This design comes from an exercise in tuning for small area, a short achievable clock period and few clock cycles on the open sky130 flow, not from production work.
The RTL was checked by simulation tests, not by an equivalence proof against the original design.
No activity file was given, so power comes from the tool's default toggle rates.

==> 02-07 <==
## cvu_core
module cvu_core (
    input  wire         clk,
    input  wire         rst,
    input  wire         go,
    input  wire [1:0]   go_alg,
    input  wire         go_init,
    input  wire         go_final,
    input  wire [30:0]  go_len,
    input  wire         ctx_we,
    input  wire [3:0]   ctx_sel,
    input  wire [31:0]  ctx_wdata,
    input  wire         done_clr,
    input  wire         in_valid,
    output wire         in_ready,
    input  wire [31:0]  in_data,
    output wire         busy,
    output reg          done,
    output reg          finalised,
    output reg  [3:0]   cfg_err,
    output wire [255:0] state,
    output wire [63:0]  count
);
==> flow/config.mk <==
export PLATFORM = sky130hd
export DESIGN_NAME = cvu_core
export DESIGN_NICKNAME = cvu_core
export VERILOG_FILES = /design/flow/design.v
export SDC_FILE = /design/flow/constraint.sdc
export NUM_CORES = 4
export LEC_CHECK = 0
export CAP_MARGIN = 20
export CORE_MARGIN = 2
export CORE_UTILIZATION = 55
export CTS_CLUSTER_DIAMETER = 60
export CTS_CLUSTER_SIZE = 20
export PLACE_DENSITY = 0.7
export SLEW_MARGIN = 20
export SYNTH_HIERARCHICAL = 1
==> flow/constraint.sdc <==
create_clock -name core_clock -period 11.0 [get_ports {clk}]
set_input_delay 2.2000 -clock core_clock [delete_from_list [all_inputs] [get_ports {clk}]]
set_output_delay 2.2000 -clock core_clock [all_outputs]
set_load 0.01 [all_outputs]
standard.sh (not shown) runs the stock make flow with config.mk's settings and CLKGATE_MAP_FILE= SYNTH_SCRIPT=/design/flow/synth_recipe.tcl, a recipe that flattens the netlist after the stock synthesis.
==> flow/flow/run.sh <==
#!/bin/bash
# The standard layout (standard.sh) with two changes to how it is made:
# ORFS's timing repair aims for 8 ns of setup slack on the design's clock
# (repair_timing -setup_margin 8) and works on the worst 5% of endpoints, and
# the port buffers are buf_2 cells. ORFS writes each step's log under
# orfs/logs; make's own output goes to standard_flow.log.
set -euo pipefail
bash standard.sh SETUP_SLACK_MARGIN=8 TNS_END_PERCENT=5 \
    "BUFFER_PORTS_ARGS=-buffer_cell sky130_fd_sc_hd__buf_2" finish > standard_flow.log 2>&1
==> 02-16 (differences from 02-07) <==
--- a/flow/design.v
+++ b/flow/design.v
@@ -82,13 +82,10 @@
             2'd3: fmt = {fmt[31:8], 8'h80};
             default: ;
         endcase
     end
     wire [2:0] ibn = {ibnb == 2'd0, ibnb};
-    wire [3:0]  cnt_lo = {1'b0, cnt[2:0]} + {1'b0, ibn};
-    wire [60:0] cnt_hi;
-    cvu_inc61 u_inc (.a(cnt[63:3]), .ci(cnt_lo[3]), .s(cnt_hi));
     wire adv     = ~ph_need | ibv | ~dl;          
     wire ins     = ph_ins & adv;                  
     wire rnd     = ph_rnd & adv;
     wire upd     = ph_upd & adv;
     wire sha_cons = ph_need & ibv;                
@@ -159,12 +156,11 @@
             6'd62: kc = 32'hbef9a3f7; default: kc = 32'hc67178f2;
         endcase
     end
     wire [31:0] k1s = kr ^ w15 ^ vg;
     wire [31:0] k1c = ((kr & w15) | (kr & vg) | (w15 & vg)) << 1;
-    wire [31:0] kwh_nx;
-    cvu_add32 u_add_k (.a(k1s), .b(k1c), .s(kwh_nx));
+    wire [31:0] kwh_nx = k1s + k1c;
     wire [31:0] bs0 = {va[1:0], va[31:2]} ^ {va[12:0], va[31:13]} ^ {va[21:0], va[31:22]};
     wire [31:0] bs1 = {ve[5:0], ve[31:6]} ^ {ve[10:0], ve[31:11]} ^ {ve[24:0], ve[31:25]};
     wire [31:0] ch  = (ve & vf) | (~ve & vg);
     wire [31:0] mj  = (va & vb) | (va & vc) | (vb & vc);
     wire [31:0] x1s = kwh ^ ch ^ mj;
@@ -586,11 +582,11 @@
                 endcase
             end
             if (start && ini)
                 cnt <= 64'd0;
             if ((crc_busy && ibv) || sha_cons)
-                cnt <= {cnt_hi, cnt_lo[2:0]};
+                cnt <= cnt + {61'd0, ibn};
             if (sts) begin
                 st0 <= va; st1 <= st0; st2 <= st1; st3 <= st2;
                 st4 <= ve; st5 <= st4; st6 <= st5; st7 <= st6;
             end
             if (crc_ini) begin
@@ -608,12 +604,5 @@
     input  wire [31:0] b,
     output wire [31:0] s
 );
     assign s = a + b;
 endmodule
-module cvu_inc61 (
-    input  wire [60:0] a,
-    input  wire        ci,
-    output wire [60:0] s
-);
-    assign s = a + {60'd0, ci};
-endmodule
==> flow/flow/run.sh (replaced) <==
#!/bin/bash
# The standard layout (standard.sh) with two changes to how it is made:
# ORFS's timing repair aims for 8 ns of setup slack on the design's clock
# (repair_timing -setup_margin 8) and works on the worst endpoint at a time, and
# the port buffers are buf_2 cells. ORFS writes each step's log under
# orfs/logs; make's own output goes to standard_flow.log.
set -euo pipefail
bash standard.sh SETUP_SLACK_MARGIN=8 TNS_END_PERCENT=0 \
    "BUFFER_PORTS_ARGS=-buffer_cell sky130_fd_sc_hd__buf_2" finish > standard_flow.log 2>&1
==> comparison table <==
Result of the run: 02-16 timing/DRC/antenna clean; 02-07 timing/DRC/antenna clean
Fraction of area in multi-input gates: 02-16 0.465; 02-07 0.468
Required arrival time at the worst endpoint: 02-16 11660 ps; 02-07 11450 ps
Post-layout net count: 02-16 7993; 02-07 8382
Basic-gate share of the synthesized area counting and, or, nand and nor cells: 02-16 0.106; 02-07 0.110
Total vias in the final route: 02-16 66000; 02-07 67900
Area overhead of the layout relative to synthesis: 02-16 15.1%; 02-07 25.3%
Adder-Cell Fraction of Synth Area: 02-16 0.0568; 02-07 0.0569
R2R setup slack: 02-16 6350 ps; 02-07 6300 ps
GRT Overall Usage: 02-16 0.474; 02-07 0.470
VDD IR max: 02-16 177 uV; 02-07 138 uV
Total CTS buffers: 02-16 108; 02-07 110
Reg2reg start: 02-16 ve[24]$_DFFE_PP_; 02-07 w1[11]$_DFFE_PP_
Part of the total power dissipated in combinational logic: 02-16 0.375; 02-07 0.395
Total Wirelength: 02-16 339 mm; 02-07 340 mm
Placer Congestion: 02-16 1.10; 02-07 1.11
Pre-CTS worst setup slack: 02-16 5460 ps; 02-07 5420 ps
Non-clock buffer share of cell area: 02-16 0.0579; 02-07 0.0965
DRC violation total after the first TritonRoute iteration: 02-16 11300; 02-07 11500
Share of the yosys chip area belonging to registers: 02-16 0.459; 02-07 0.455
Worst-margin pin slew: 02-16 1160 ps; 02-07 1230 ps
Placed wire-length estimate after detailed placement: 02-16 245 mm; 02-07 235 mm
Number of cell rows: 02-16 134; 02-07 135
Number of vias per cell: 02-16 6.90; 02-07 6.82
Testbench counts of 02-07, summed over its fixed seeds: cycles 37,894.
Testbench counts of 02-16, summed over its fixed seeds: cycles 37,894.

## separate check: timing with driven ports
The results above use ideal ports. As a check the final layouts listed here were re-extracted and re-timed, cells and wires unchanged.
Step 1 assumes that a clkbuf_16 drives the clock port and a buf_2 every other input.
Step 2 adds t to the input delays and takes it off the output delays; t is the mean of the earliest and latest rising clock arrival at the registers after step 1. Input paths then give back, and output paths get back, about the clock's delay inside the block.
Slacks: ideal / step 1 / step 2; pairs: ideal / step 1.
run | t, ns | setup slack, ns | worst hold slack (ns) | latest minus earliest clock arrival (ns)
02-07 | 0.853 | 6.303 / 6.303 / 6.303 | 0.390 / 0.390 / 0.390 | 0.059 / 0.059
02-16 | 0.845 | 6.342 / 6.352 / 5.565 | 0.415 / 0.415 / 0.415 | 0.040 / 0.040
After both steps every run listed still meets setup and hold. The setup slack of 02-16, which loses most, moves by +0.010 ns with the drivers and by -0.777 ns with both steps.
